This is an optimization exercise on Yosys and OpenROAD, whose aim is small area, a short achievable clock period and few clock cycles per item, not a production implementation.
At most, simulation tests tie the RTL to the original design; equivalence was not proved.
Function not checked in run 2: the RTL went through the layout flow alone.
Power and IR drop assume default switching activity.

==> config.mk <==
export PLATFORM = sky130hd
export DESIGN_NAME = fe_rms
export DESIGN_NICKNAME = fe_rms
export VERILOG_FILES = /design/flow/design.v
export SDC_FILE = /design/flow/constraint.sdc
export NUM_CORES = 4
export LEC_CHECK = 0
export CAP_MARGIN = 20
export CORE_MARGIN = 2
export CORE_UTILIZATION = 40
export SLEW_MARGIN = 20
==> constraint.sdc <==
create_clock -name core_clock -period 10.0 [get_ports {clk}]
set_input_delay 2.0000 -clock core_clock [delete_from_list [all_inputs] [get_ports {clk}]]
set_output_delay 2.0000 -clock core_clock [all_outputs]
set_load 0.01 [all_outputs]
==> design.v <==
module fe_rms (
    input  wire        clk,
    input  wire        rst_n,
    input  wire        start,
    input  wire [63:0] sum,      
    input  wire [31:0] count,    
    output wire        in_ready,
    output reg         out_valid,
    output reg  [31:0] rms
);
    localparam [1:0] S_IDLE = 2'd0,
                     S_DIV  = 2'd1,
                     S_SQRT = 2'd2,
                     S_FIN  = 2'd3;
    reg [1:0]  state;
    reg [6:0]  iter;
    reg [81:0] dq;
    reg [32:0] drem;
    reg [31:0] divisor;
    reg        zero_n;
    reg [57:0] sq;        
    reg [31:0] srem;
    reg [28:0] root;
    wire [32:0] drem_sh  = {drem[31:0], dq[81]};
    wire        drem_ge  = (drem_sh >= {1'b0, divisor});
    wire [31:0] srem_sh  = {srem[29:0], sq[57:56]};
    wire [31:0] trial    = {1'b0, root, 2'b01};
    wire        srem_ge  = (srem_sh >= trial);
    wire [27:0] k        = root[28:1];
    assign in_ready = (state == S_IDLE);
    always @(posedge clk) begin
        if (!rst_n) begin
            state     <= S_IDLE;
            out_valid <= 1'b0;
        end else begin
            out_valid <= 1'b0;
            case (state)
                S_IDLE: begin
                    if (start) begin
                        dq      <= {sum, 18'd0};
                        divisor <= count;
                        zero_n  <= (count == 32'd0);
                        drem    <= 33'd0;
                        iter    <= 7'd0;
                        state   <= S_DIV;
                    end
                end
                S_DIV: begin
                    if (drem_ge) begin
                        drem <= drem_sh - {1'b0, divisor};
                        dq   <= {dq[80:0], 1'b1};
                    end else begin
                        drem <= drem_sh;
                        dq   <= {dq[80:0], 1'b0};
                    end
                    if (iter == 7'd81) begin
                        iter  <= 7'd0;
                        state <= S_SQRT;
                    end else begin
                        iter <= iter + 7'd1;
                    end
                end
                S_SQRT: begin
                    if (iter == 7'd0) begin
                        sq   <= dq[57:0];
                        srem <= 32'd0;
                        root <= 29'd0;
                        iter <= 7'd1;
                    end else begin
                        sq <= {sq[55:0], 2'b00};
                        if (srem_ge) begin
                            srem <= srem_sh - trial;
                            root <= {root[27:0], 1'b1};
                        end else begin
                            srem <= srem_sh;
                            root <= {root[27:0], 1'b0};
                        end
                        if (iter == 7'd29)
                            state <= S_FIN;
                        else
                            iter <= iter + 7'd1;
                    end
                end
                S_FIN: begin
                    if (zero_n)
                        rms <= 32'd0;
                    else if (!root[0])
                        rms <= {4'd0, k};
                    else if (drem == 33'd0 && srem == 32'd0)
                        rms <= {4'd0, k} + {31'd0, k[0]};
                    else
                        rms <= {4'd0, k} + 32'd1;
                    out_valid <= 1'b1;
                    state     <= S_IDLE;
                end
            endcase
        end
    end
endmodule
==> run.sh <==
#!/bin/bash
# synth_recipe.tcl (not shown) runs the flow's synth.tcl, then flattens the netlist and writes it again
# the make line also repeats each setting of config.mk as NAME=value (left out here)
make -C /OpenROAD-flow-scripts/flow DESIGN_CONFIG=/design/flow/config.mk WORK_HOME=/design/flow/orfs CLKGATE_MAP_FILE= SYNTH_SCRIPT=/design/flow/synth_recipe.tcl finish
==> implementation parameters, run 1 <==
Parameter                              Value

Worst setup path
  Top Family by Delay on Critical Path ... buffers and inverters
  Number of cells traversed by the worst register-to-register path ... 10
  Worst-path cell with the longest stage delay ... and2_4
  Required arrival time at the worst endpoint ... 10.18 ns
  Buf+Inv Stages, Crit Path ... 2
  CP Max Fanout ... 66
  Arrival time at the worst endpoint ... 4.06 ns
  Delay of the slowest cell on the worst path ... 0.75 ns
  Setup CP Type ... in -> reg
  Critical path cell sequence ... clkdlybuf4s50_1 -> and2_4 -> buf_4
  Depth of the critical timing path with buffers and inverters included ... 3
  Endpoint type of the worst setup path ... flip-flop
  Kind of start point of the critical path ... input pin

Final layout
  Layout overhead on the synthesized area ... 17.17%
  Net count of the finished layout ... 1,887
  Ratio of cells with drive above 1 in the final layout ... 0.08214
  Final antenna diode count ... 0
  Final cell count without fillers ... 2,280

Clocking
  Level count of the clock H-tree ... 2
  Clock tree from TritonCTS ... yes
  Buffer type at the clock tree root ... clkbuf_16
  Post-CTS Repair Setup Buffers ... 0
  Post-cts resize count ... 0
  Clock latency at the later pin of the worst-skew pair ... 0.56 ns
  Number of clock sinks seen by CTS ... 306
  Clock slew seen by the registers of the worst setup and hold paths ... 0.06 ns
  Post-CTS Hold Fix Bufs ... 0
  CTS max path bufs ... 3
  Cts bufs inserted ... 36

GRT
  Global router's overall resource usage ... 0.1739
  Pin count of the biggest net entering global routing ... 77
  First-pass GRT wire length ... 61,290 um
  Number of antenna violations at the first check in global routing ... 0
  Via count of the first global-routing pass ... 11,670
  Remaining Overflow, GRT ... 0

Pwr
  Int Pwr ... 3.224 mW
  Sw Ratio ... 0.3387
  Switching power ... 1.652 mW
  Overall power after layout ... 4.876 mW
  Clock share of power ... 0.262
  Worst-case vdd ir drop ... 0.1509 mV
  Leakage ... 7.475 nW
  Logic gate share of total power ... 0.339
  Seq pwr share ... 0.398
  Cell area power density ... 244.8 mW/mm2

STA
  Worst Slack Setup Final ... 6.117 ns
  RSZ-0062 raised after global routing ... no
  Final-report hold violation count ... 0
  Maximum clock frequency ... 257.5 MHz
  Relative slew margins ... 0.3660
  Number of setup violations in the final report ... 0
  Worst slack on hold paths ... 0.5077 ns
  Worst-Margin Slew ... 0.9510 ns
  Tmin final ... 3.883 ns
  Setup Skew ... 0.01269 ns
  Total negative slack ... 0 ns
  Final Slew Violations ... 0
  Period utilisation layout ... 0.3883

Placed design
  Sum of net half-perimeters after detailed placement ... 26,980 um
  Setup Slack @ Placement ... 5.489 ns
  Number of buffer cells added on primary ports ... 129
  Cell Count Post-Placement ... 2,216
  Routability cong. ... 0.8710

Floorplan
  Die area ... 0.04416 mm2
  Placeable core region ... 0.04195 mm2
  Ports ... 133
  Vertical extent of the die ... 210.1 um
  Placement Rows ... 75
  Width of the die ... 210.1 um
  Starting utilization of the core area ... 0.4052

Synth
  Gate count after technology mapping ... 1,605
  Cell Area, Synth ... 0.01700 mm2
  Leading cell types by count after synthesis ... edfxtp_1 (303), nand2_1 (262), nor2_1 (154), inv_1 (91), a21oi_1 (85)
  Biggest area consumer among synthesized cells ... edfxtp_1
  Count of different cell masters after synthesis ... 75
  Synth top area cells ... edfxtp_1 (54%), nand2_1 (5.8%), ha_1 (5.2%), mux2_2 (4.3%), xnor2_1 (3.5%)
  Average size of a mapped cell ... 10.59 um2
  Predominant post-synthesis flop cell ... edfxtp_1
  Number of flops mapped to enable cells by yosys ... 303
  Sequential-to-total area share from yosys stat ... 0.5388
  Synth top area share ... 0.5353
  Yosys warning count ... 1
  Total of flip-flops plus latches after synthesis ... 306
  Most common cell in the netlist ... edfxtp_1
  Ys async rst share ... 0

Hold path
  Hold depth ... 2
  Hold Path Class ... reg -> reg

Detailed routing
  Via density ... 5.247
  Count of TritonRoute iterations in the first routing pass ... 5
  Routed wire length ... 38,460 um
  Final antenna-violating net count ... 0
  Via Count ... 11,960
  Number of violations reported at the end of detailed-routing iteration 0 ... 774
  Wire length per cell ... 16.87 um
  Post-route DRC ... 0

Flow run
  Max-cap violations ... 0

Run status
  Outcome ... finished clean
[cells by family after synthesis]
group | count (synthesis) | synth area share
flops | 306 | 0.5388
buf+inv | 161 | 0.03857
other cells | 1 | 0.0002206
xor+xnor | 80 | 0.04122
mux | 100 | 0.06367
fa+ha+maj | 72 | 0.05344
compound gates | 261 | 0.09768
simple gates | 624 | 0.1664
[tightest hold or removal path, stage by stage, from the launching register on]
cell and delay, ns:
edfxtp_1 0.32, nand2_1 0.04, nand2_1 0.05
[final cells by class]
| class | count | area (um2) |
|---|---|---|
| Clock buffer | 47 | 942.2 |
| Clock inverter | 16 | 181.4 |
| Fill cell | 3926 | 22030 |
| Inverter | 91 | 341.6 |
| Multi-Input combinational cell | 1140 | 7228 |
| Sequential cell | 306 | 9159 |
| Tap cell | 539 | 674.4 |
| Timing Repair Buffer | 141 | 1389 |
[sequential cells by signal, summed over array words and instances, names as in the netlist]
| signal | flops |
|---|---|
| dq | 82 |
| sq | 58 |
| drem | 33 |
| divisor | 32 |
| srem | 32 |
| rms | 29 |
| root | 29 |
| iter | 7 |
| state | 2 |
| out_valid | 1 |
| zero_n | 1 |
[layout by cell type, fill, tap and decap left out, drive strengths merged, types with 17 or more instances in the layout]
| cell type | n |
|---|---|
| mux2i | 35 |
| a21o | 18 |
| nor2 | 155 |
| nor3 | 35 |
| inv | 92 |
| ha | 71 |
| a21oi | 86 |
| and2 | 31 |
| mux2 | 65 |
| nand3 | 28 |
| a211oi | 18 |
| edfxtp | 303 |
| xnor2 | 67 |
| nand2b | 17 |
| nor4 | 31 |
| nand4 | 27 |
| clkdlybuf4s50 | 129 |
| clkbuf | 47 |
| o21ai | 59 |
| nand2 | 262 |
[power by group through the flow]
stage | logic (mW) | registers [mW] | clock network (mW)
2_1_floorplan | 1.27 | 1.94 | 0
3_3_place_gp | 1.63 | 1.97 | 0
3_5_place_dp | 1.65 | 1.97 | 0
4_1_cts | 1.66 | 1.95 | 1.32
5_1_grt | 1.85 | 1.97 | 1.36
6_report | 1.65 | 1.94 | 1.28
[layer usage]
| metal | vias up | track usage | wire [um] |
|---|---|---|---|
| met4 | 0 | 0.04818 | 638 |
| li1 | 6004 | - | - |
| met5 | - | 0 | 0 |
| met1 | 5691 | 0.2454 | 18720 |
| met3 | 42 | 0.02741 | 1659 |
| met2 | 226 | 0.2785 | 17440 |
[worst paths after layout]
kind | start | endpoint | slack [ns]
min reg2reg | sq[40] | sq[42] | 0.51
max | rst_n | root[27] | 6.12
max reg2reg | drem[11] | drem[21] | 6.46
min | sq[40] | sq[42] | 0.51
[metrics by stage]
step | area, um2 | utilization
after floorplan | 17010 | -
after global placement | 18770 | 0.4475
after detailed placement | 18770 | 0.4475
after global routing | 19920 | 0.4748
final | 19920 | 0.4748
after CTS | 19890 | 0.4743
Testbench counts, summed over its fixed seeds: cycles 182,400, items 1,600.
==> run 2, diff against run 1 <==
==> design.v (replaced) <==
module fe_rms (
    input  wire        clk,
    input  wire        rst_n,
    input  wire        start,
    input  wire [63:0] sum,      
    input  wire [31:0] count,    
    output wire        in_ready,
    output reg         out_valid,
    output wire [31:0] rms
);
    reg        dbusy;
    reg [4:0]  dcnt;
    reg [31:0] drem;       
    reg [39:0] dq;         
    reg [31:0] dn;         
    reg        dz;         
    reg  ready;            
    wire dlast = (dcnt == 5'd28);
    assign in_ready = ready;
    wire [32:0] sh1 = {drem, dq[39]};
    wire [33:0] df1 = {1'b0, sh1} - {2'b0, dn};
    wire        q1  = !df1[33];
    wire [31:0] r1  = q1 ? df1[31:0] : sh1[31:0];
    wire [32:0] sh2 = {r1, dq[38]};
    wire [33:0] df2 = {1'b0, sh2} - {2'b0, dn};
    wire        q2  = !df2[33];
    wire [31:0] r2  = q2 ? df2[31:0] : sh2[31:0];
    always @(posedge clk) begin
        if (in_ready) begin
            drem <= sum[63:40];
            dq   <= sum[39:0];
            dn   <= count;
            dz   <= (count == 32'd0);
            dcnt <= 5'd0;
        end else begin
            drem <= r2;
            dq   <= {dq[37:0], 2'b00};
            dcnt <= dcnt + 5'd1;
        end
        if (!rst_n) begin
            dbusy <= 1'b0;
            ready <= 1'b1;
        end else if (in_ready) begin
            dbusy <= start;
            ready <= !start;
        end else begin
            ready <= (dcnt == 5'd27);
        end
    end
    reg        sv;         
    reg        sfirst;     
    reg        slast;      
    reg [1:0]  qp;
    reg        pnz;        
    always @(posedge clk) begin
        qp     <= dz ? 2'b00 : {q1, q2};
        sfirst <= (dcnt == 5'd0);
        slast  <= dlast;
        pnz    <= !((r1 == 32'd0) || ({r1, 1'b0} == {1'b0, dn}));
        if (!rst_n)
            sv <= 1'b0;
        else
            sv <= dbusy;
    end
    reg [29:0] srem;       
    reg [28:0] root;
    reg        oinc;       
    wire [31:0] ssh = {(sfirst ? 30'd0 : srem), qp};
    wire [28:0] rt  = sfirst ? 29'd0 : root;
    wire [32:0] sdf = {1'b0, ssh} - {2'b0, rt[28:0], 2'b01};
    wire        sb  = !sdf[32];
    wire [29:0] sr  = sb ? sdf[29:0] : ssh[29:0];
    always @(posedge clk) begin
        srem <= sr;
        root <= {rt[27:0], sb};
        oinc <= sb && !(!pnz && sr == 30'd0 && !rt[0]);
        if (!rst_n)
            out_valid <= 1'b0;
        else
            out_valid <= sv && slast;
    end
    assign rms = {3'd0, {1'b0, root[28:1]} + {28'd0, oinc}};
endmodule
==> run 2 against run 1 <==
Still clean on timing, DRC and antenna. Cell count fell by 13%. Via count decreased by 9.1%. Synthesized area decreased by 27%. Total power fell by 0.52%. Clock skew grew 0.0055 ns. Synthesized cell count fell by 8.2%. Fmax decreased by 37%. Register-to-register slack lost 2.6 ns. Count of clock-buffer cells in the layout decreased by 30. Clock power shrank 44%. Critical path depth up 19. Critical path type is now reg -> reg.
==> implementation parameters, run 2 <==
Parameter                              Value

STA
  Worst slack on hold paths ... 0.4548 ns (-0.05293 ns)
  Final-report hold violation count ... 0 (unchanged)
  Tmin final ... 6.183 ns (+2.300 ns)
  Worst Slack Setup Final ... 3.817 ns (-2.300 ns)
  RSZ-0062 raised after global routing ... no
  Relative slew margins ... 0.3702 (+0.004189)
  Final Slew Violations ... 0 (unchanged)
  Number of setup violations in the final report ... 0 (unchanged)
  Worst-Margin Slew ... 0.9437 ns (-0.007324 ns)
  Period utilisation layout ... 0.6183 (+0.2300)
  Setup Skew ... 0.01817 ns (+0.005476 ns)
  Total negative slack ... 0 ns (unchanged)
  Maximum clock frequency ... 161.7 MHz (-37%)

GRT
  Number of antenna violations at the first check in global routing ... 0 (unchanged)
  Global router's overall resource usage ... 0.1975 (+0.02365)
  Pin count of the biggest net entering global routing ... 65 (-16%)
  First-pass GRT wire length ... 52,560 um (-14%)
  Via count of the first global-routing pass ... 10,490 (-10%)
  Remaining Overflow, GRT ... 0 (unchanged)

Detailed routing
  Wire length per cell ... 15.99 um (-5.2%)
  Final antenna-violating net count ... 0 (unchanged)
  Post-route DRC ... 0 (unchanged)
  Via density ... 5.466 (+4.2%)
  Via Count ... 10,870 (-9.1%)
  Count of TritonRoute iterations in the first routing pass ... 7 (+2)
  Number of violations reported at the end of detailed-routing iteration 0 ... 943 (+22%)
  Routed wire length ... 31,800 um (-17%)

Worst setup path
  Worst-path cell with the longest stage delay ... a2111oi_1
  Setup CP Type ... reg -> reg
  Launch point of the worst reg-to-reg path ... dn[1]
  Required arrival time at the worst endpoint ... 10.31 ns (+0.13 ns)
  Delay of the slowest cell on the worst path ... 0.69 ns (-0.06 ns)
  Critical Path Most Common Cell ... ha_1
  Critical path cell sequence ... inv_1 -> ha_1 -> nor2b_1 -> o2111a_1 -> o311ai_2 -> a211oi_2 -> o21a_1 -> buf_4 -> nor2_1 -> a21oi_1 -> ha_1 -> a211oi_1 -> o21ai_0 -> a2111oi_1 -> o211ai_1 -> a221oi_2 -> o21ai_1 -> nand3_1 -> nand2_1 -> a311oi_1 -> xor2_1 -> o31ai_1
  Endpoint type of the worst setup path ... flip-flop
  R2r setup slk ... 3.82 ns (-2.64 ns)
  Critical path startpoint ... dn[1]
  Kind of start point of the critical path ... flip-flop
  CP Max Fanout ... 28 (-58%)
  Arrival time at the worst endpoint ... 6.49 ns (+2.43 ns)

Placed design
  Setup Slack @ Placement ... 3.595 ns (-1.894 ns)
  Routability cong. ... 0.8830 (+1.4%)
  Placed cell area ... 0.01394 mm2 (-26%)
  Number of buffer cells added on primary ports ... 129 (unchanged)
  Cell Count Post-Placement ... 1,956 (-12%)
  Sum of net half-perimeters after detailed placement ... 25,150 um (-6.8%)

Clocking
  Post-CTS Hold Fix Bufs ... 0 (unchanged)
  CTS max path bufs ... 2 (-1)
  Clock slew seen by the registers of the worst setup and hold paths ... 0.09 ns (+0.03 ns)
  Cts bufs inserted ... 17 (-53%)
  Level count of the clock H-tree ... 4 (+2)
  Post-CTS Repair Setup Buffers ... 0 (unchanged)
  Post-cts resize count ... 0 (unchanged)
  Clock tree from TritonCTS ... yes
  Number of clock sinks seen by CTS ... 179 (-42%)
  Buffer type at the clock tree root ... clkbuf_16
  Clock latency at the later pin of the worst-skew pair ... 0.45 ns (-0.11 ns)

Final layout
  Layout overhead on the synthesized area ... 18.34%
  Fillcell total ... 2,917 (-26%)
  Final cell count without fillers ... 1,989 (-13%)
  Max FFs per register ... 40 (-51%)
  Register with the most flip-flops ... dq
  Net count of the finished layout ... 1,779 (-5.7%)
  Top Registers ... dq: 40 flops, dn: 32 flops, drem: 32 flops
  Final Util ... 0.4790 (+0.004223)
  Most common library cell in the layout ignoring fill and taps ... nand2_1
  Post-route standard cell area excluding fillers ... 0.01461 mm2 (-27%)
  Ratio of cells with drive above 1 in the final layout ... 0.07659 (-0.005552)
  Commonest non-fill, non-tap cells in the layout ... nand2_1 (182), dfxtp_1 (145), clkdlybuf4s50_1 (129)
  Final antenna diode count ... 0 (unchanged)

Pwr
  Leakage ... 6.339 nW (-15%)
  Cell area power density ... 331.9 mW/mm2 (+36%)
  Sw Ratio ... 0.4693 (+0.1306)
  Overall power after layout ... 4.851 mW (-0.52%)
  Worst-case vdd ir drop ... 0.1770 mV (+17%)
  Seq pwr share ... 0.202 (-0.196)
  Int Pwr ... 2.574 mW (-20%)
  Logic gate share of total power ... 0.649 (+0.310)
  Switching power ... 2.277 mW (+38%)
  Clock share of power ... 0.149 (-0.113)

Synth
  Average size of a mapped cell ... 8.384 um2 (-21%)
  Gate count after technology mapping ... 1,473 (-8.2%)
  Synth top area share ... 0.2367 (-0.2986)
  Yosys warning count ... 1 (unchanged)
  Most common cell in the netlist ... nand2_1
  Synth top area cells ... dfxtp_1 (24%), ha_1 (9.9%), edfxtp_1 (8.0%), nand2_1 (5.5%), mux2_2 (4.6%)
  Leading cell types by count after synthesis ... nand2_1 (182), dfxtp_1 (146), a21oi_1 (100), ha_1 (98), nor2_1 (98)
  Ys async rst share ... 0 (unchanged)
  Sequential-to-total area share from yosys stat ... 0.3169 (-0.2219)
  Cell Area, Synth ... 0.01235 mm2 (-27%)
  Predominant post-synthesis flop cell ... dfxtp_1
  Biggest area consumer among synthesized cells ... dfxtp_1
  Count of different cell masters after synthesis ... 80 (+6.7%)
  Number of flops mapped to enable cells by yosys ... 33 (-89%)
  Total of flip-flops plus latches after synthesis ... 179 (-42%)

Floorplan
  Placement Rows ... 64 (-15%)
  Starting utilization of the core area ... 0.4048 (-0.0004464)
  Vertical extent of the die ... 179.7 um (-14%)
  Placeable core region ... 0.03051 mm2 (-27%)
  Die area ... 0.03230 mm2 (-27%)
  Width of the die ... 179.7 um (-14%)
  Ports ... 133 (unchanged)

Flow run
  Max-cap violations ... 0 (unchanged)

Hold path
  Hold Path Class ... reg -> reg
  Worst Min Path Start ... dq[33]

Run status
  Outcome ... finished clean
run 2: changes by cell type after synthesis, sizes merged, moves of 20 or more:
cell and delta:
edfxtp -270, dfxtp +143, nand2 -80, nor2 -57, nor2b +40, a21o +27
ha +27, clkbuf -24, mux2i -23, o21ai +23, and2 -20, xor2 +20
run 2: logic make-up after synthesis:
group | share of synthesized area
AOI/OAI and AO/OA | 0.2029
adders and majority gates | 0.1025
xor gates and xnor gates | 0.06809
buffers and inverters | 0.04954
and+or+nand+nor | 0.1998
DFF | 0.3169
other | 0.0003037
muxes | 0.05988
run 2: final cells by class:
class                           instances  area, um2  area share
Clock buffer                           17      425.4     0.02911
Sequential cell                       179       3918      0.2681
Timing Repair Buffer                  135       1349     0.09229
Tap cell                              396      495.5     0.03390
Multi-Input combinational cell       1151       7836      0.5362
Inverter                               96      362.8     0.02483
Clock inverter                         15      227.7     0.01558
run 2: final timing paths:
check              to  cells after the start
max          drem[30]                     22
min reg2reg    dq[35]                      1
min            dq[35]                      1
max reg2reg  drem[30]                     22
run 2: critical path, delay by kind of cell, from the launching register on:
| kind | cells | cell delay [ns] |
|---|---|---|
| buffers and inverters | 2 | 0.40 |
| and+or+nand+nor | 4 | 0.55 |
| xor gates and xnor gates | 1 | 0.18 |
| adders and majority gates | 2 | 0.63 |
| AOI/OAI and AO/OA | 13 | 3.89 |
| DFF | 1 | 0.39 |
run 2: layer usage:
layer  track usage  vias up  part of all wire
li1              -     5496                 -
met1        0.2625     4992              0.47
met2        0.3195      341              0.45
met3       0.04254       43             0.062
met4       0.06374        0             0.024
met5             0        -                 0
run 2: power groups by stage:
stage / logic (mW) / registers, mW / clock network [mW]
6_report: 3.15 / 0.978 / 0.723
5_1_grt: 3.50 / 0.995 / 0.768
4_1_cts: 3.08 / 0.978 / 0.740
3_5_place_dp: 3.06 / 0.993 / 0
3_3_place_gp: 3.07 / 0.992 / 0
2_1_floorplan: 2.48 / 0.963 / 0
==> run 3, diff against run 2 <==
--- a/design.v
+++ b/design.v
@@ -16,5 +16,4 @@
     reg        dz;         
-    reg  ready;            
     wire dlast = (dcnt == 5'd28);
-    assign in_ready = ready;
+    assign in_ready = !dbusy || dlast;
     wire [32:0] sh1 = {drem, dq[39]};
@@ -39,11 +38,6 @@
         end
-        if (!rst_n) begin
+        if (!rst_n)
             dbusy <= 1'b0;
-            ready <= 1'b1;
-        end else if (in_ready) begin
+        else if (in_ready)
             dbusy <= start;
-            ready <= !start;
-        end else begin
-            ready <= (dcnt == 5'd27);
-        end
     end
@@ -58,3 +52,3 @@
         slast  <= dlast;
-        pnz    <= !((r1 == 32'd0) || ({r1, 1'b0} == {1'b0, dn}));
+        pnz    <= (r2 != 32'd0);
         if (!rst_n)
==> run 3 against run 2 <==
Via count is 3.2% higher. Non-clock buffer count stayed put. Worst setup slack worse by 0.74 ns. Highest routed layer unchanged. Largest cell class unchanged. Clock skew is 0.0054 ns lower. Largest power group unchanged. Register-to-register slack worse by 0.74 ns. Sequential share of layout area is 0.12 points lower. Clock power is 1% lower. Final area is 0.15% lower. Total power is 11% higher. Synthesized area is 0.32% higher.
==> implementation parameters, run 3 <==
Parameter                              Value

Synth
  Predominant post-synthesis flop cell ... dfxtp_1
  Post-Synth XOR/XNOR Area ... 0.06857 (+0.0004869)
  Multiplexer fraction of the synthesized cell area ... 0.05746 (-0.002415)
  Most common cell in the netlist ... nand2_1
  Count of different cell masters after synthesis ... 88 (+10%)
  Yosys warning count ... 1 (unchanged)
  Biggest area consumer among synthesized cells ... dfxtp_1
  Synth top area cells ... dfxtp_1 (23%), ha_1 (9.9%), edfxtp_1 (8.0%), nand2_1 (5.3%), xnor2_1 (4.5%)
  Sequential-to-total area share from yosys stat ... 0.3143 (-0.002640)
  Area share of and/or/nand/nor cells after synthesis ... 0.2018 (+0.001980)
  Average size of a mapped cell ... 8.400 um2 (+0.19%)
  Cell Area, Synth ... 0.01239 mm2 (+0.32%)
  Gate count after technology mapping ... 1,475 (+0.14%)
  Leading cell types by count after synthesis ... nand2_1 (174), dfxtp_1 (145), ha_1 (98), inv_1 (96), a21oi_1 (92)
  Dominant combinational cell family by area after synthesis ... compound AO/OA/AOI/OAI gates
  Number of flops mapped to enable cells by yosys ... 33 (unchanged)
  Total of flip-flops plus latches after synthesis ... 178 (-0.56%)
  Synth top area share ... 0.2343 (-0.002381)
  Adder-cell area share of the yosys netlist ... 0.1022 (-0.0003314)
  Synth Area in Compound Gates ... 0.2037 (+0.0007580)
  Ys async rst share ... 0 (unchanged)

Clocking
  Cts bufs inserted ... 17 (unchanged)
  Buffer type at the clock tree root ... clkbuf_16
  Clock latency at the later pin of the worst-skew pair ... 0.45 ns (about the same)
  Post-CTS Hold Fix Bufs ... 0 (unchanged)
  Post-CTS Repair Setup Buffers ... 0 (unchanged)
  Post-cts resize count ... 0 (unchanged)
  Clock tree from TritonCTS ... yes
  Level count of the clock H-tree ... 4 (unchanged)
  Clock slew seen by the registers of the worst setup and hold paths ... 0.08 ns (about the same)
  CTS max path bufs ... 2 (unchanged)
  Number of clock sinks seen by CTS ... 178 (-0.56%)

Pwr
  Seq pwr share ... 0.182 (-0.020)
  Logic gate share of total power ... 0.685 (+0.036)
  Sw Ratio ... 0.4944 (+0.02509)
  Switching power ... 2.653 mW (+17%)
  Leakage ... 6.231 nW (-1.7%)
  Clock share of power ... 0.133 (-0.016)
  Cell area power density ... 367.8 mW/mm2 (+11%)
  Worst-case vdd ir drop ... 0.1796 mV (+1.4%)
  Int Pwr ... 2.713 mW (+5.4%)

STA
  Final-report hold violation count ... 0 (unchanged)
  Period utilisation layout ... 0.6920 (+0.07371)
  RSZ-0062 raised after global routing ... no
  Setup Skew ... 0.01274 ns (-0.005430 ns)
  Number of setup violations in the final report ... 0 (unchanged)
  Tmin final ... 6.920 ns (+0.7371 ns)
  Worst slack on hold paths ... 0.4379 ns (-0.01687 ns)
  Total negative slack ... 0 ns (unchanged)
  Worst-Margin Slew ... 1.020 ns (+0.07652 ns)
  Relative slew margins ... 0.3198 (-0.05032)
  Final Slew Violations ... 0 (unchanged)
  Maximum clock frequency ... 144.5 MHz (-11%)

Worst setup path
  Endpoint type of the worst setup path ... flip-flop
  Number of cells traversed by the worst register-to-register path ... 21 (-4.5%)
  Reg-to-reg critical path endpoint ... pnz
  Critical path cell sequence ... inv_1 -> ha_1 -> a21o_1 -> a31oi_2 -> o2bb2ai_1 -> a2111o_1 -> a211oi_4 -> buf_4 -> nor4b_1 -> nor3_1 -> ha_1 -> nand2_1 -> nor2_1 -> nand4_1 -> a311oi_1 -> nor2_1 -> xnor2_1 -> nor4_1 -> nand4_1 -> nor4b_1 -> o221ai_1
  Worst-path cell with the longest stage delay ... a211oi_4
  Buf+Inv Stages, Crit Path ... 2 (unchanged)
  Setup CP Type ... reg -> reg
  R2r setup slk ... 3.08 ns (-0.74 ns)
  Delay of the slowest cell on the worst path ... 0.78 ns (+0.09 ns)
  Top Family by Delay on Critical Path ... compound AO/OA/AOI/OAI gates
  Launch point of the worst reg-to-reg path ... dn[18]
  Required arrival time at the worst endpoint ... 10.32 ns (about the same)
  Kind of start point of the critical path ... flip-flop
  CP Max Fanout ... 26 (-7.1%)
  Arrival time at the worst endpoint ... 7.24 ns (+0.75 ns)

Final layout
  Ratio of cells with drive above 1 in the final layout ... 0.06667 (-0.009918)
  Sequential cell area ... 0.003894 mm2 (-0.61%)
  Multi-input logic area ... 0.007879 mm2 (+0.54%)
  Fillcell total ... 2,942 (+0.86%)
  Final antenna diode count ... 0 (unchanged)
  Top Registers ... dq: 40 flops, dn: 32 flops, drem: 32 flops
  Register with the most flip-flops ... dq
  Net count of the finished layout ... 1,776 (-0.17%)
  Max FFs per register ... 40 (unchanged)
  Post-route standard cell area excluding fillers ... 0.01459 mm2 (-0.15%)
  Final cell count without fillers ... 1,986 (-0.15%)
  Layout overhead on the synthesized area ... 17.77%
  Most common library cell in the layout ignoring fill and taps ... nand2_1
  Commonest non-fill, non-tap cells in the layout ... nand2_1 (173), dfxtp_1 (145), clkdlybuf4s50_1 (129)

Detailed routing
  Via density ... 5.649 (+3.3%)
  Wire length per cell ... 18.50 um (+16%)
  Count of TritonRoute iterations in the first routing pass ... 4 (-3)
  Post-route DRC ... 0 (unchanged)
  Routed wire length ... 36,750 um (+16%)
  Final antenna-violating net count ... 0 (unchanged)
  Via Count ... 11,220 (+3.2%)
  Number of violations reported at the end of detailed-routing iteration 0 ... 820 (-13%)

Placed design
  Sum of net half-perimeters after detailed placement ... 28,890 um (+15%)
  Number of buffer cells added on primary ports ... 129 (unchanged)
  Cell Count Post-Placement ... 1,954 (-0.10%)
  Placed cell area ... 0.01397 mm2 (+0.20%)
  Routability cong. ... 0.9294 (+5.3%)

Floorplan
  Placement Rows ... 64 (unchanged)
  Die area ... 0.03240 mm2 (+0.31%)
  Starting utilization of the core area ... 0.4061 (+0.001312)
  Vertical extent of the die ... 180.0 um (+0.16%)
  Ports ... 133 (unchanged)
  Placeable core region ... 0.03051 mm2 (unchanged)
  Width of the die ... 180.0 um (+0.16%)

Hold path
  Hold Path Class ... reg -> reg
  Worst Min Path Start ... dz
  Endpoint with the worst hold slack ... qp[0]
  Hold depth ... 1 (unchanged)

GRT
  Remaining Overflow, GRT ... 0 (unchanged)
  Global router's overall resource usage ... 0.2237 (+0.02614)
  Via count of the first global-routing pass ... 10,770 (+2.6%)
  First-pass GRT wire length ... 57,660 um (+9.7%)
  Pin count of the biggest net entering global routing ... 79 (+22%)
  Number of antenna violations at the first check in global routing ... 0 (unchanged)

Run status
  Outcome ... finished clean

Flow run
  Max-cap violations ... 0 (unchanged)
==> run 3: cell types whose count changed after synthesis, sizes merged, moves of 6 or more <==
cell | before | now
o21ai | 82 | 106
a21o | 45 | 31
nand4 | 17 | 30
nor2 | 98 | 85
a21oi | 104 | 92
nand2 | 182 | 174
nor3b | 0 | 8
clkbuf | 26 | 32
nand3 | 34 | 28
or2 | 7 | 1
or3 | 10 | 4
==> run 3: how the worst max path moves through the flow <==
stage	start	end	slack, ns	cells past startpoint
2_1_floorplan	dn[22]	pnz	4.89	25
3_3_place_gp	dn[18]	pnz	3.30	21
3_5_place_dp	dn[22]	drem[23]	3.22	21
4_1_cts	dn[22]	drem[23]	3.20	21
5_1_grt	dn[12]	drem[23]	2.62	20
6_report	dn[18]	pnz	3.08	21
==> run 3: area by class of cell <==
type	count	share of cell area
clock buffers	22	0.03550
clock inverters	10	0.007203
inverters	97	0.02495
multi-input cells	1148	0.5400
flip-flops and latches	178	0.2668
well taps	396	0.03396
repair buffers	135	0.09158
==> run 3: kinds of logic after synthesis <==
logic type                 after synthesis
xor gates and xnor gates                97
adders and majority gates              100
DFF                                    178
other                                    1
buffers and inverters                  151
AOI/OAI and AO/OA                      384
muxes                                   65
and+or+nand+nor                        499
==> run 3: per-stage QoR <==
| stage | power, mW | utilization | setup WS [ns] |
|---|---|---|---|
| after CTS | 5.312 | 0.4783 | 3.200 |
| final | 5.366 | 0.4783 | 3.080 |
| after global placement | 4.557 | 0.4578 | 3.301 |
| after detailed placement | 4.574 | 0.4578 | 3.224 |
| after floorplan | 3.730 | - | 4.889 |
| after global routing | 5.760 | 0.4783 | 2.617 |
==> run 3: layer usage <==
layer | share of wire | up-vias | wire length, um | track usage
met2 | 0.43 | 378 | 15770 | 0.3393
met4 | 0.025 | 0 | 914 | 0.07285
met3 | 0.070 | 64 | 2586 | 0.05794
li1 | - | 5540 | - | -
met5 | 0 | - | 0 | 0
met1 | 0.48 | 5237 | 17470 | 0.3092
==> run 3: worst register-to-register path, cell delays in order, from the launching register on <==
cell	delay, ns
edfxtp_1	0.37
inv_1	0.09
ha_1	0.32
a21o_1	0.25
a31oi_2	0.24
o2bb2ai_1	0.11
a2111o_1	0.54
a211oi_4	0.78
buf_4	0.42
nor4b_1	0.11
nor3_1	0.44
ha_1	0.31
nand2_1	0.19
nor2_1	0.37
nand4_1	0.18
a311oi_1	0.54
nor2_1	0.16
xnor2_1	0.21
nor4_1	0.34
nand4_1	0.23
nor4b_1	0.41
o221ai_1	0.16
==> run 3: power groups by stage <==
stage / clock, mW / combinational (mW) / sequential (mW)
floorplan: 0 / 2.77 / 0.955
global placement: 0 / 3.57 / 0.989
detailed placement: 0 / 3.58 / 0.990
CTS: 0.735 / 3.60 / 0.974
global route: 0.762 / 4.01 / 0.990
finish: 0.716 / 3.67 / 0.975
Testbench counts of run 3, summed over its fixed seeds: cycles 46,416, items 1,600.
==> run 4, diff against run 3 <==
--- a/design.v
+++ b/design.v
@@ -16,4 +16,5 @@
     reg        dz;         
+    reg  ready;            
     wire dlast = (dcnt == 5'd28);
-    assign in_ready = !dbusy || dlast;
+    assign in_ready = ready;
     wire [32:0] sh1 = {drem, dq[39]};
@@ -38,6 +39,11 @@
         end
-        if (!rst_n)
+        if (!rst_n) begin
             dbusy <= 1'b0;
-        else if (in_ready)
+            ready <= 1'b1;
+        end else if (in_ready) begin
             dbusy <= start;
+            ready <= !start;
+        end else begin
+            ready <= (dcnt == 5'd27);
+        end
     end
@@ -52,3 +58,4 @@
         slast  <= dlast;
-        pnz    <= (r2 != 32'd0);
+        if (dlast)
+            pnz <= !((r1 == 32'd0) || ({r1, 1'b0} == {1'b0, dn}));
         if (!rst_n)
@@ -60,3 +67,2 @@
     reg [28:0] root;
-    reg        oinc;       
     wire [31:0] ssh = {(sfirst ? 30'd0 : srem), qp};
@@ -69,3 +75,2 @@
         root <= {rt[27:0], sb};
-        oinc <= sb && !(!pnz && sr == 30'd0 && !rt[0]);
         if (!rst_n)
@@ -75,3 +80,4 @@
     end
-    assign rms = {3'd0, {1'b0, root[28:1]} + {28'd0, oinc}};
+    wire inc = root[0] && !(!pnz && srem == 30'd0 && !root[1]);
+    assign rms = {3'd0, {1'b0, root[28:1]} + {28'd0, inc}};
 endmodule
==> run 4 against run 3 <==
Sequential power about the same. Critical path depth up 1. Sequential cell count stayed put. Still clean. Highest routed layer unchanged. Sequential share of layout area is 0.13 points lower. Hold slack better by 0.015 ns.
==> implementation parameters, run 4 <==
Parameter                              Value

Run status
  Outcome ... finished clean

Synth
  Yosys warning count ... 1 (unchanged)
  Synth top area share ... 0.2310 (-0.003342)
  Sequential-to-total area share from yosys stat ... 0.3128 (-0.001529)
  Synth top area cells ... dfxtp_1 (23%), ha_1 (9.7%), edfxtp_1 (8.2%), nand2_1 (5.2%), mux2_2 (4.7%)
  Average size of a mapped cell ... 8.223 um2 (-2.1%)
  Cell Area, Synth ... 0.01248 mm2 (+0.75%)
  Predominant post-synthesis flop cell ... dfxtp_1
  Total of flip-flops plus latches after synthesis ... 178 (unchanged)
  Gate count after technology mapping ... 1,518 (+2.9%)
  Leading cell types by count after synthesis ... nand2_1 (173), dfxtp_1 (144), a21oi_1 (113), inv_1 (106), nor2_1 (104)
  Most common cell in the netlist ... nand2_1
  Biggest area consumer among synthesized cells ... dfxtp_1
  Count of different cell masters after synthesis ... 85 (-3.4%)
  Ys async rst share ... 0 (unchanged)
  Number of flops mapped to enable cells by yosys ... 34 (+3.0%)

Floorplan
  Placement Rows ... 64 (unchanged)
  Vertical extent of the die ... 180.7 um (+0.37%)
  Starting utilization of the core area ... 0.4070 (+0.0008984)
  Width of the die ... 180.7 um (+0.37%)
  Die area ... 0.03263 mm2 (+0.73%)
  Ports ... 133 (unchanged)
  Placeable core region ... 0.03067 mm2 (+0.52%)

Pwr
  Leakage ... 6.349 nW (+1.9%)
  Worst-case vdd ir drop ... 0.1520 mV (-15%)
  Cell area power density ... 301.6 mW/mm2 (-18%)
  Overall power after layout ... 4.437 mW (-17%)

Final layout
  Final cell count without fillers ... 2,028 (+2.1%)
  Fillcell total ... 2,998 (+1.9%)
  Final antenna diode count ... 0 (unchanged)
  Ratio of cells with drive above 1 in the final layout ... 0.07353 (+0.006863)
  Post-route standard cell area excluding fillers ... 0.01471 mm2 (+0.83%)
  Layout overhead on the synthesized area ... 17.87% (about the same)
  Sequential cell area ... 0.003908 mm2 (+0.35%)
  Multi-input logic area ... 0.007924 mm2 (+0.57%)
  Most common library cell in the layout ignoring fill and taps ... nand2_1
  Max FFs per register ... 40 (unchanged)
  Register with the most flip-flops ... dq
  Top Registers ... dq: 40 flops, dn: 32 flops, drem: 32 flops
  Commonest non-fill, non-tap cells in the layout ... nand2_1 (173), dfxtp_1 (143), clkdlybuf4s50_1 (129)
  Net count of the finished layout ... 1,817 (+2.3%)

GRT
  First-pass GRT wire length ... 56,380 um (-2.2%)
  Pin count of the biggest net entering global routing ... 67 (-15%)
  Remaining Overflow, GRT ... 0 (unchanged)
  Via count of the first global-routing pass ... 10,930 (+1.5%)
  Number of antenna violations at the first check in global routing ... 0 (unchanged)
  Global router's overall resource usage ... 0.2132 (-0.01052)

STA
  Number of setup violations in the final report ... 0 (unchanged)
  Final Slew Violations ... 0 (unchanged)
  Total negative slack ... 0 ns (unchanged)
  Period utilisation layout ... 0.6993 (+0.007309)
  Worst Slack Setup Final ... 3.007 ns (-0.07309 ns)
  RSZ-0062 raised after global routing ... no
  Relative slew margins ... 0.3919 (+0.07208)
  Maximum clock frequency ... 143.0 MHz (-1.0%)
  Final-report hold violation count ... 0 (unchanged)
  Worst-Margin Slew ... 0.9066 ns (-0.1136 ns)
  Tmin final ... 6.993 ns (+0.07309 ns)
  Setup Skew ... 0.01777 ns (+0.005030 ns)

Worst setup path
  CP Max Fanout ... 28 (+7.7%)
  Arrival time at the worst endpoint ... 7.32 ns (+0.08 ns)
  R2r setup slk ... 3.01 ns (-0.07 ns)
  Endpoint type of the worst setup path ... flip-flop
  Kind of start point of the critical path ... flip-flop
  Setup CP Type ... reg -> reg
  Required arrival time at the worst endpoint ... 10.32 ns (about the same)

Clocking
  Number of clock sinks seen by CTS ... 178 (unchanged)
  Level count of the clock H-tree ... 4 (unchanged)
  Post-cts resize count ... 0 (unchanged)
  Clock slew seen by the registers of the worst setup and hold paths ... 0.08 ns (about the same)
  Clock latency at the later pin of the worst-skew pair ... 0.45 ns (about the same)
  Cts bufs inserted ... 17 (unchanged)
  Post-CTS Hold Fix Bufs ... 0 (unchanged)
  CTS max path bufs ... 2 (unchanged)
  Buffer type at the clock tree root ... clkbuf_16
  Post-CTS Repair Setup Buffers ... 0 (unchanged)
  Clock tree from TritonCTS ... yes

Placed design
  Placed cell area ... 0.01410 mm2 (+0.93%)
  Cell Count Post-Placement ... 1,996 (+2.1%)
  Routability cong. ... 0.9293 (about the same)
  Setup Slack @ Placement ... 3.094 ns (-0.1307 ns)
  Number of buffer cells added on primary ports ... 129 (unchanged)
  Sum of net half-perimeters after detailed placement ... 27,430 um (-5.1%)

Detailed routing
  Via Count ... 11,320 (+0.86%)
  Number of violations reported at the end of detailed-routing iteration 0 ... 933 (+14%)
  Post-route DRC ... 0 (unchanged)
  Count of TritonRoute iterations in the first routing pass ... 5 (+1)
  Final antenna-violating net count ... 0 (unchanged)
  Via density ... 5.579 (-1.2%)
  Wire length per cell ... 17.28 um (-6.6%)
  Routed wire length ... 35,040 um (-4.7%)

Flow run
  Max-cap violations ... 0 (unchanged)

Hold path
  Hold Path Class ... reg -> reg
==> run 4: changes by cell type after synthesis, moves of 10 or more <==
| cell | previous run | this run |
|---|---|---|
| o21ai_1 | 21 | 6 |
| o21ai_0 | 84 | 61 |
| nor2_1 | 84 | 104 |
| a21oi_1 | 92 | 113 |
| xnor2_1 | 63 | 51 |
| inv_1 | 96 | 106 |
| nand3_1 | 27 | 51 |
| nand4_1 | 30 | 20 |
| o211ai_1 | 8 | 39 |
==> run 4: final timing paths <==
| check | startpoint | to | cells past startpoint |
|---|---|---|---|
| max | dn[11] | drem[21] | 22 |
| min | dbusy | sv | 1 |
| max reg2reg | dn[11] | drem[21] | 22 |
| min reg2reg | dbusy | sv | 1 |
==> run 4: worst max-delay path: stages (launching register included) <==
cell      delay [ns]
edfxtp_1        0.33
inv_1           0.06
ha_1            0.41
and2_1          0.22
o21ai_1         0.16
a211o_1         0.34
a41o_1          0.26
a211o_1         0.35
o21ai_2         0.26
buf_4           0.38
mux2i_1         0.49
inv_1           0.09
ha_1            0.25
a21o_1          0.20
a21oi_1         0.18
o21ai_0         0.15
a41oi_1         0.23
o31a_1          0.36
o21a_1          0.23
o21a_1          0.22
o21a_1          0.59
nand2_1         0.59
o311ai_0        0.51
==> run 4: layer usage <==
metal	part of all wire	routed length [um]	GRT usage
met5	0	0	0
met4	0.033	1164	0.08774
met3	0.060	2093	0.04103
met2	0.44	15460	0.3337
met1	0.47	16320	0.2874
==> run 4: power by group <==
group / switching, mW / total, mW / internal (mW) / leakage, nW
combinational: 1.66 / 2.77 / 1.10 / 4.51
sequential: 0.0896 / 0.977 / 0.888 / 1.55
clock: 0.333 / 0.694 / 0.360 / 0.297
==> run 4: final cells by class <==
type	count	share of cell area
sequential	178	0.2656
clock inverter	15	0.01284
tap	396	0.03368
clock buffer	17	0.02891
multi-input combinational	1175	0.5386
inverter	108	0.02755
timing repair buffer	139	0.09286
==> run 4: through the flow <==
stage          hold slack [ns]    util
2_1_floorplan           0.4121       -
6_report                0.4528  0.4797
3_3_place_gp            0.4296  0.4597
4_1_cts                 0.4561  0.4797
5_1_grt                 0.4671  0.4797
3_5_place_dp            0.4394  0.4597
==> run 4: cell families after synthesis <==
logic type                 synth area share
other                             0.0003004
muxes                               0.05413
adders and majority gates            0.1004
DFF                                  0.3128
AOI/OAI and AO/OA                    0.2104
and+or+nand+nor                      0.2073
buffers and inverters               0.05363
xor gates and xnor gates            0.06105
Testbench counts of run 4, summed over its fixed seeds: cycles 46,416, items 1,600.
==> run 5, diff against run 4 <==
--- a/config.mk
+++ b/config.mk
@@ -10,2 +10,3 @@
 export CORE_UTILIZATION = 40
+export SETUP_SLACK_MARGIN = 5
 export SLEW_MARGIN = 20
==> run 5 against run 4 <==
Still clean. Wire length grew 6.9%. Synthesized area is the same. Total power grew 15%. Die area is the same. Combinational power grew 24%. Register-to-register slack gained 1.8 ns. Sequential cell count is the same. Critical path depth grew 1. Cell count grew 3.1%. Largest cell class unchanged.
==> implementation parameters, run 5 <==
Parameter                              Value

Run status
  Outcome ... finished clean

Clocking
  Clock tree from TritonCTS ... yes
  Level count of the clock H-tree ... 4 (unchanged)
  Number of clock sinks seen by CTS ... 178 (unchanged)
  Clock slew seen by the registers of the worst setup and hold paths ... 0.08 ns (about the same)
  Cts bufs inserted ... 17 (unchanged)
  Buffer type at the clock tree root ... clkbuf_16
  CTS max path bufs ... 2 (unchanged)
  Post-CTS Hold Fix Bufs ... 0 (unchanged)
  Clock latency at the later pin of the worst-skew pair ... 0.46 ns (about the same)

Final layout
  Net count of the finished layout ... 1,879 (+3.4%)
  Commonest non-fill, non-tap cells in the layout ... nand2_1 (170), dfxtp_1 (142), clkdlybuf4s50_1 (127)
  Most common library cell in the layout ignoring fill and taps ... nand2_1
  Multi-input logic area ... 0.008620 mm2 (+8.8%)
  Max FFs per register ... 40 (unchanged)
  Final antenna diode count ... 0 (unchanged)
  Ratio of cells with drive above 1 in the final layout ... 0.1647 (+0.09117)
  Register with the most flip-flops ... dq
  Layout overhead on the synthesized area ... 28.58%
  Top Registers ... dq: 40 flops, dn: 32 flops, drem: 32 flops
  Sequential cell area ... 0.003909 mm2 (about the same)
  Fillcell total ... 2,886 (-3.7%)

Placed design
  Sum of net half-perimeters after detailed placement ... 27,330 um (-0.37%)
  Number of buffer cells added on primary ports ... 129 (unchanged)
  Setup Slack @ Placement ... 3.551 ns (+0.4571 ns)
  Routability cong. ... 0.9451 (+1.7%)

Pwr
  Cell area power density ... 318.3 mW/mm2 (+5.5%)
  Sw Ratio ... 0.4582 (-0.01151)
  Worst-case vdd ir drop ... 0.1496 mV (-1.6%)
  Switching power ... 2.340 mW (+12%)
  Overall power after layout ... 5.108 mW (+15%)
  Logic gate share of total power ... 0.671 (+0.048)
  Leakage ... 6.812 nW (+7.3%)
  Clock share of power ... 0.135 (-0.021)
  Seq pwr share ... 0.194 (-0.026)
  Int Pwr ... 2.768 mW (+18%)

STA
  Worst Slack Setup Final ... 4.848 ns (+1.841 ns)
  RSZ-0062 raised after global routing ... yes
  Maximum clock frequency ... 194.1 MHz (+36%)
  Final Slew Violations ... 0 (unchanged)
  Setup Skew ... 0.01315 ns (-0.004625 ns)
  Final-report hold violation count ... 0 (unchanged)
  Period utilisation layout ... 0.5152 (-0.1841)
  Worst-Margin Slew ... 1.073 ns (+0.1659 ns)
  Tmin final ... 5.152 ns (-1.841 ns)
  Total negative slack ... 0 ns (unchanged)
  Relative slew margins ... 0.2842 (-0.1077)
  Number of setup violations in the final report ... 0 (unchanged)

Flow run
  Max-cap violations ... 0 (unchanged)

Synth
  Leading cell types by count after synthesis ... nand2_1 (173), dfxtp_1 (144), a21oi_1 (113), inv_1 (106), nor2_1 (104)
  Average size of a mapped cell ... 8.223 um2 (unchanged)
  Total of flip-flops plus latches after synthesis ... 178 (unchanged)
  Gate count after technology mapping ... 1,518 (unchanged)
  Most common cell in the netlist ... nand2_1
  Count of different cell masters after synthesis ... 85 (unchanged)
  Ys async rst share ... 0 (unchanged)
  Cell Area, Synth ... 0.01248 mm2 (unchanged)
  Biggest area consumer among synthesized cells ... dfxtp_1
  Yosys warning count ... 1 (unchanged)
  Predominant post-synthesis flop cell ... dfxtp_1
  Synth top area share ... 0.2310 (unchanged)
  Synth top area cells ... dfxtp_1 (23%), ha_1 (9.7%), edfxtp_1 (8.2%), nand2_1 (5.2%), mux2_2 (4.7%)
  Number of flops mapped to enable cells by yosys ... 34 (unchanged)
  Sequential-to-total area share from yosys stat ... 0.3128 (unchanged)

Worst setup path
  Reg-to-reg critical path endpoint ... drem[19]
  Required arrival time at the worst endpoint ... 10.34 ns (+0.02 ns)
  CP Max Fanout ... 8 (-71%)
  Critical path cell sequence ... inv_1 -> ha_4 -> and2_4 -> o21ai_2 -> a211o_1 -> a41o_4 -> a211o_4 -> o21ai_4 -> buf_6 -> buf_16 -> a21oi_1 -> ha_1 -> nand3_1 -> o21bai_4 -> a21oi_4 -> nor4_4 -> o31a_1 -> o21a_1 -> o21a_4 -> o21ai_4 -> buf_12 -> nor2_2 -> a311o_1
  Launch point of the worst reg-to-reg path ... dn[12]
  Setup CP Type ... reg -> reg
  Kind of start point of the critical path ... flip-flop
  Delay of the slowest cell on the worst path ... 0.36 ns (-0.23 ns)
  Arrival time at the worst endpoint ... 5.49 ns (-1.83 ns)
  Number of cells traversed by the worst register-to-register path ... 23 (+4.5%)
  Endpoint type of the worst setup path ... flip-flop
  R2r setup slk ... 4.85 ns (+1.84 ns)
  Worst-path cell with the longest stage delay ... o31a_1
  Critical Path Most Common Cell ... o21ai_4

GRT
  First-pass GRT wire length ... 58,080 um (+3.0%)
  Remaining Overflow, GRT ... 0 (unchanged)
  Global router's overall resource usage ... 0.2212 (+0.008012)
  Number of antenna violations at the first check in global routing ... 0 (unchanged)
  Via count of the first global-routing pass ... 11,080 (+1.3%)
  Pin count of the biggest net entering global routing ... 62 (-7.5%)

Floorplan
  Placement Rows ... 64 (unchanged)
  Width of the die ... 180.7 um (unchanged)
  Starting utilization of the core area ... 0.4070 (unchanged)
  Die area ... 0.03263 mm2 (unchanged)
  Vertical extent of the die ... 180.7 um (unchanged)
  Placeable core region ... 0.03067 mm2 (unchanged)
  Ports ... 133 (unchanged)

Detailed routing
  Via Count ... 11,800 (+4.3%)
  Routed wire length ... 37,440 um (+6.9%)
  Post-route DRC ... 0 (unchanged)
  Via density ... 5.646 (+1.2%)
  Count of TritonRoute iterations in the first routing pass ... 5 (unchanged)
  Wire length per cell ... 17.91 um (+3.7%)
  Number of violations reported at the end of detailed-routing iteration 0 ... 978 (+4.8%)
  Final antenna-violating net count ... 0 (unchanged)

Hold path
  Worst Min Path Start ... dq[24]
  Hold Path Class ... reg -> reg
  Endpoint with the worst hold slack ... dq[26]
  Hold depth ... 1 (unchanged)
[run 5: cell counts after synthesis]
No cell type changed its count.
[run 5: worst max-delay path: cells and delay by family, from the launching register on]
kind	cells	cell delay [ns]
AND/OR/NAND/NOR	4	0.39
flip-flops	1	0.32
AO/OA/AOI/OAI	13	3.17
adder cells (fa/ha/maj)	2	0.60
buffers and inverters	4	0.53
[run 5: area by class of cell]
| type | instances | share of cell area |
|---|---|---|
| clock inverters | 15 | 0.01138 |
| well taps | 396 | 0.03087 |
| inverters | 108 | 0.02549 |
| flip-flops and latches | 178 | 0.2435 |
| repair buffers | 199 | 0.1247 |
| clock buffers | 17 | 0.02651 |
| repair inverters | 1 | 0.0004678 |
| multi-input cells | 1176 | 0.5371 |
[run 5: timing repair]
| item | 4_1_cts | 5_1_grt |
|---|---|---|
| setup endpoints to repair | 48 | 66 |
| setup buffers | 29 | 28 |
| cloned | 4 | 2 |
| resized for setup | 83 | 83 |
| pin swaps | 22 | 46 |
[run 5: routing by layer]
layer | vias to the layer above | global-route usage | wire (um) | share of wire
met5 | - | 0 | 0 | 0
met4 | 0 | 0.06484 | 605 | 0.016
met2 | 450 | 0.3685 | 17510 | 0.47
met1 | 5506 | 0.2920 | 16860 | 0.45
met3 | 43 | 0.03961 | 2464 | 0.066
li1 | 5802 | - | - | -
[run 5: metrics by stage]
stage / hold WS [ns] / instances / cell area [um2] / util
6_report: 0.4503 / 2090 / 16050 / 0.5233
3_5_place_dp: 0.4404 / 1995 / 14110 / 0.4602
5_1_grt: 0.4707 / 2090 / 16050 / 0.5233
3_3_place_gp: 0.4312 / 1995 / 14110 / 0.4602
4_1_cts: 0.4585 / 2060 / 15470 / 0.5045
2_1_floorplan: 0.4121 / 1520 / 12550 / -
[run 5: worst max-delay path by stage]
stage                start  endpoint  depth (start not counted)
CTS                 dn[11]   drem[8]                         24
floorplan           dn[11]   drem[1]                         24
global route        dn[11]  drem[18]                         24
finish              dn[12]  drem[19]                         23
detailed placement  dn[11]   drem[9]                         22
global placement    dn[11]   drem[9]                         22
[run 5: logic make-up (layout without fill, tap and decap cells)]
family	after synthesis	after routing	synth area share
adder cells (fa/ha/maj)	99	99	0.1004
XOR/XNOR	87	87	0.06105
buffers and inverters	167	340	0.05363
flip-flops	178	178	0.3128
AND/OR/NAND/NOR	534	535	0.2073
multiplexers	61	61	0.05413
AO/OA/AOI/OAI	391	391	0.2104
other	1	3	0.0003004
[run 5: power groups by stage]
| stage | clock network, mW | registers, mW | logic [mW] |
|---|---|---|---|
| 4_1_cts | 0.701 | 0.983 | 3.09 |
| 5_1_grt | 0.728 | 1.01 | 3.70 |
| 6_report | 0.689 | 0.990 | 3.43 |
| 3_3_place_gp | 0 | 0.991 | 2.71 |
| 3_5_place_dp | 0 | 0.992 | 2.71 |
| 2_1_floorplan | 0 | 0.958 | 2.13 |
==> run 6, diff against run 5 <==
==> flow/run.sh (new file) <==
#!/bin/bash
# Layout flow: the standard flow (its synthesis, floorplan, power grid,
# tap cells, placement, clock tree and routing), with two changes made through
# ORFS variables: timing repair aims at a setup slack of 6 ns instead of
# 0 ns, and the input and output ports are buffered with sky130_fd_sc_hd__buf_1.
# standard.sh's output goes to standard.log; ORFS keeps each step's log under
# orfs/logs/.
set -euo pipefail
export SETUP_SLACK_MARGIN=6
export BUFFER_PORTS_ARGS="-buffer_cell sky130_fd_sc_hd__buf_1"
bash standard.sh > standard.log 2>&1
==> standard.sh (new file) <==
#!/bin/bash
# synth_recipe.tcl (not shown) runs the flow's synth.tcl, then flattens the netlist and writes it again
# the make line also repeats each setting of config.mk as NAME=value (left out here)
make -C /OpenROAD-flow-scripts/flow DESIGN_CONFIG=/design/flow/config.mk WORK_HOME=/design/flow/orfs CLKGATE_MAP_FILE= SYNTH_SCRIPT=/design/flow/synth_recipe.tcl "${@:-finish}"
--- a/config.mk
+++ b/config.mk
@@ -10,3 +10,2 @@
 export CORE_UTILIZATION = 40
-export SETUP_SLACK_MARGIN = 5
 export SLEW_MARGIN = 20
removed: run.sh
==> run 6 against run 5 <==
Die area stayed put. Clock power is 2% lower. Global-route usage is 1.2 points higher. Largest power group unchanged. Sequential cell count stayed put. Cell count is 2.8% higher. Non-clock buffer count is 59 higher. Count of clock-buffer cells in the layout is 1 higher. Worst setup slack better by 0.12 ns. Combinational power is 9.6% higher. Total power is 6.2% higher. Synthesized area stayed put.
==> implementation parameters, run 6 <==
Parameter                              Value

Run status
  Outcome ... finished clean

Worst setup path
  R2r setup slk ... 4.97 ns (+0.12 ns)
  Setup CP Type ... reg -> reg
  CP Max Fanout ... 7 (-1)
  Worst-path cell with the longest stage delay ... edfxtp_1
  Endpoint type of the worst setup path ... flip-flop
  Launch point of the worst reg-to-reg path ... dn[1]
  Reg-to-reg critical path endpoint ... drem[19]
  Required arrival time at the worst endpoint ... 10.35 ns (about the same)
  Number of cells traversed by the worst register-to-register path ... 23 (unchanged)
  Delay of the slowest cell on the worst path ... 0.38 ns (+0.02 ns)
  Critical path cell sequence ... inv_2 -> ha_1 -> nor2b_4 -> o31a_1 -> o21ai_4 -> a41o_4 -> a211o_4 -> o21ai_4 -> buf_12 -> buf_8 -> buf_4 -> mux2i_4 -> inv_1 -> ha_1 -> nand4_1 -> nor2_2 -> nand2_1 -> o21a_1 -> o21a_2 -> o21ai_4 -> buf_12 -> nor2_4 -> a311o_1
  Kind of start point of the critical path ... flip-flop
  Arrival time at the worst endpoint ... 5.38 ns (-0.11 ns)
  Critical Path Most Common Cell ... o21ai_4

Clocking
  CTS max path bufs ... 2 (unchanged)
  Clock latency at the later pin of the worst-skew pair ... 0.46 ns (about the same)
  Number of clock sinks seen by CTS ... 178 (unchanged)
  Clock tree from TritonCTS ... yes
  Level count of the clock H-tree ... 4 (unchanged)
  Cts bufs inserted ... 17 (unchanged)
  Clock slew seen by the registers of the worst setup and hold paths ... 0.08 ns (about the same)
  Post-CTS Hold Fix Bufs ... 0 (unchanged)
  Buffer type at the clock tree root ... clkbuf_16

Synth
  Number of flops mapped to enable cells by yosys ... 34 (unchanged)
  Gate count after technology mapping ... 1,518 (unchanged)
  Ys async rst share ... 0 (unchanged)
  Most common cell in the netlist ... nand2_1
  Biggest area consumer among synthesized cells ... dfxtp_1
  Leading cell types by count after synthesis ... nand2_1 (173), dfxtp_1 (144), a21oi_1 (113), inv_1 (106), nor2_1 (104)
  Count of different cell masters after synthesis ... 85 (unchanged)
  Yosys warning count ... 1 (unchanged)
  Sequential-to-total area share from yosys stat ... 0.3128 (unchanged)
  Total of flip-flops plus latches after synthesis ... 178 (unchanged)
  Predominant post-synthesis flop cell ... dfxtp_1
  Synth top area share ... 0.2310 (unchanged)
  Synth top area cells ... dfxtp_1 (23%), ha_1 (9.7%), edfxtp_1 (8.2%), nand2_1 (5.2%), mux2_2 (4.7%)
  Cell Area, Synth ... 0.01248 mm2 (unchanged)
  Average size of a mapped cell ... 8.223 um2 (unchanged)

GRT
  Remaining Overflow, GRT ... 0 (unchanged)
  Pin count of the biggest net entering global routing ... 78 (+26%)
  Global router's overall resource usage ... 0.2328 (+0.01163)
  First-pass GRT wire length ... 61,100 um (+5.2%)
  Via count of the first global-routing pass ... 11,690 (+5.5%)
  Number of antenna violations at the first check in global routing ... 0 (unchanged)

Pwr
  Cell area power density ... 333.1 mW/mm2 (+4.7%)
  Leakage ... 6.859 nW (+0.68%)
  Worst-case vdd ir drop ... 0.1695 mV (+13%)
  Overall power after layout ... 5.425 mW (+6.2%)

Hold path
  Worst Min Path Start ... dcnt[0]
  Hold depth ... 1 (unchanged)
  Endpoint with the worst hold slack ... dcnt[0]
  Hold Path Class ... reg -> reg

Detailed routing
  Via Count ... 12,170 (+3.2%)
  Wire length per cell ... 18.16 um (+1.4%)
  Number of violations reported at the end of detailed-routing iteration 0 ... 1,291 (+32%)
  Via density ... 5.665 (+0.33%)
  Count of TritonRoute iterations in the first routing pass ... 7 (+2)
  Routed wire length ... 39,030 um (+4.2%)
  Final antenna-violating net count ... 0 (unchanged)
  Post-route DRC ... 0 (unchanged)

Floorplan
  Placement Rows ... 64 (unchanged)
  Width of the die ... 180.7 um (unchanged)
  Starting utilization of the core area ... 0.4070 (unchanged)
  Ports ... 133 (unchanged)
  Vertical extent of the die ... 180.7 um (unchanged)
  Placeable core region ... 0.03067 mm2 (unchanged)
  Die area ... 0.03263 mm2 (unchanged)

STA
  Relative slew margins ... 0.3017 (+0.01747)
  Worst-Margin Slew ... 1.046 ns (-0.02618 ns)
  Total negative slack ... 0 ns (unchanged)
  Period utilisation layout ... 0.5031 (-0.01209)
  RSZ-0062 raised after global routing ... yes
  Tmin final ... 5.031 ns (-0.1209 ns)
  Final Slew Violations ... 0 (unchanged)
  Maximum clock frequency ... 198.8 MHz (+2.4%)
  Worst slack on hold paths ... 0.4518 ns (+0.001450 ns)
  Setup Skew ... 0.01638 ns (+0.003239 ns)
  Final-report hold violation count ... 0 (unchanged)
  Number of setup violations in the final report ... 0 (unchanged)

Final layout
  Ratio of cells with drive above 1 in the final layout ... 0.2470 (+0.08231)
  Net count of the finished layout ... 1,938 (+3.1%)
  Final cell count without fillers ... 2,149 (+2.8%)
  Register with the most flip-flops ... dq
  Final Util ... 0.5310 (+0.007751)
  Commonest non-fill, non-tap cells in the layout ... nand2_1 (165), dfxtp_1 (130), buf_1 (113)
  Final antenna diode count ... 0 (unchanged)
  Max FFs per register ... 40 (unchanged)
  Layout overhead on the synthesized area ... 30.48%
  Most common library cell in the layout ignoring fill and taps ... nand2_1
  Top Registers ... dq: 40 flops, dn: 32 flops, drem: 32 flops
  Fillcell total ... 2,771 (-4.0%)

Placed design
  Cell Count Post-Placement ... 1,993 (-0.10%)
  Routability cong. ... 0.9596 (+1.5%)
  Sum of net half-perimeters after detailed placement ... 27,000 um (-1.2%)
  Number of buffer cells added on primary ports ... 129 (unchanged)

Flow run
  Max-cap violations ... 0 (unchanged)
-- run 6: cell counts after synthesis --
No cell type changed its count.
-- run 6: what timing repair did --
action | CTS | global route
pin swaps | 63 | 71
buffers inserted | 83 | 36
gates cloned | 4 | 1
gates resized for setup | 200 | 111
setup endpoints to repair | 84 | 74
-- run 6: stage by stage --
step                      cell area [um2]  worst slack (ns)
after floorplan                     12700             5.198
after global placement              13360             3.337
after detailed placement            13360             3.272
after CTS                           15500             5.125
after global routing                16290             4.871
final                               16290             4.969
-- run 6: how the worst max path moves through the flow --
stage / from / endpoint / slack, ns / depth (start not counted)
after floorplan: dn[7] / drem[9] / 5.20 / 23
after global placement: dn[1] / drem[1] / 3.34 / 21
after detailed placement: dn[7] / drem[1] / 3.27 / 21
after CTS: dn[9] / drem[19] / 5.13 / 23
after global routing: dn[9] / drem[13] / 4.87 / 24
final: dn[1] / drem[19] / 4.97 / 23
-- run 6: report_power, final --
part           switching [mW]  total [mW]  internal [mW]
Clock                   0.330       0.676          0.347
Sequential              0.105       0.994          0.889
Combinational            2.07        3.76           1.69
Total                    2.50        5.43           2.92
-- run 6: metal layers --
| metal | vias up | global-route usage | routed length, um |
|---|---|---|---|
| met5 | - | 0 | 0 |
| met4 | 0 | 0.08839 | 1187 |
| met3 | 78 | 0.04951 | 2757 |
| met2 | 522 | 0.3697 | 17740 |
| met1 | 5643 | 0.3096 | 17340 |
| li1 | 5931 | - | - |
-- run 6: final cells by class --
| cell class | instances | area, um2 | area share |
|---|---|---|---|
| inverter | 108 | 409.1 | 0.02512 |
| sequential | 178 | 3926 | 0.2411 |
| tap | 396 | 495.5 | 0.03042 |
| timing repair buffer | 258 | 1697 | 0.1042 |
| timing repair inverter | 1 | 7.507 | 0.0004609 |
| multi-input combinational | 1176 | 9164 | 0.5626 |
| clock inverter | 14 | 137.6 | 0.008450 |
| clock buffer | 18 | 450.4 | 0.02766 |
-- run 6: cells by family (layout without fill, tap and decap cells) --
| logic type | after synthesis | count (layout) | synth area share |
|---|---|---|---|
| xor gates and xnor gates | 87 | 87 | 0.06105 |
| muxes | 61 | 61 | 0.05413 |
| adders and majority gates | 99 | 99 | 0.1004 |
| buffers and inverters | 167 | 399 | 0.05363 |
| DFF | 178 | 178 | 0.3128 |
| AOI/OAI and AO/OA | 391 | 392 | 0.2104 |
| and+or+nand+nor | 534 | 534 | 0.2073 |
| other | 1 | 3 | 0.0003004 |
-- run 6: critical path, delay by kind of cell, from the launching register on --
kind	cells	cell delay, ns
and+or+nand+nor	5	0.69
muxes	1	0.25
adders and majority gates	2	0.64
DFF	1	0.38
AOI/OAI and AO/OA	9	2.22
buffers and inverters	6	0.71

==> static timing again, ports no longer ideal <==
The flow's constraints put no driver on any port. The routed layouts listed below were extracted and timed again, unchanged, in two steps.
Step 1, drivers: a clkbuf_16 drives clk and a buf_2 each remaining input, both assumed.
Step 2 moves the port delays by t, midway between the first and last clock arrival at a register: inputs arrive t later, outputs are due t later. That takes back most of the time a late clock gives input paths.
a / b / c = ideal ports / drivers / drivers and shift; a / b = the first two.
run | t, ns | setup slack, ns | worst register clock-pin slew, ns
run 1 | 0.604 | 6.117 / 6.073 / 5.544 | 0.06 / 0.06
run 2 | 0.492 | 3.817 / 3.817 / 3.817 | 0.09 / 0.09
run 3 | 0.495 | 3.080 / 3.080 / 3.080 | 0.08 / 0.08
run 4 | 0.493 | 3.007 / 3.007 / 3.007 | 0.09 / 0.09
run 5 | 0.504 | 4.848 / 4.848 / 4.848 | 0.08 / 0.08
run 6 | 0.500 | 4.969 / 4.969 / 4.969 | 0.08 / 0.08
After both steps setup and hold are still met in every run listed. The setup slack of run 1, which loses most, moves by -0.044 ns with the drivers and by -0.573 ns with both steps.
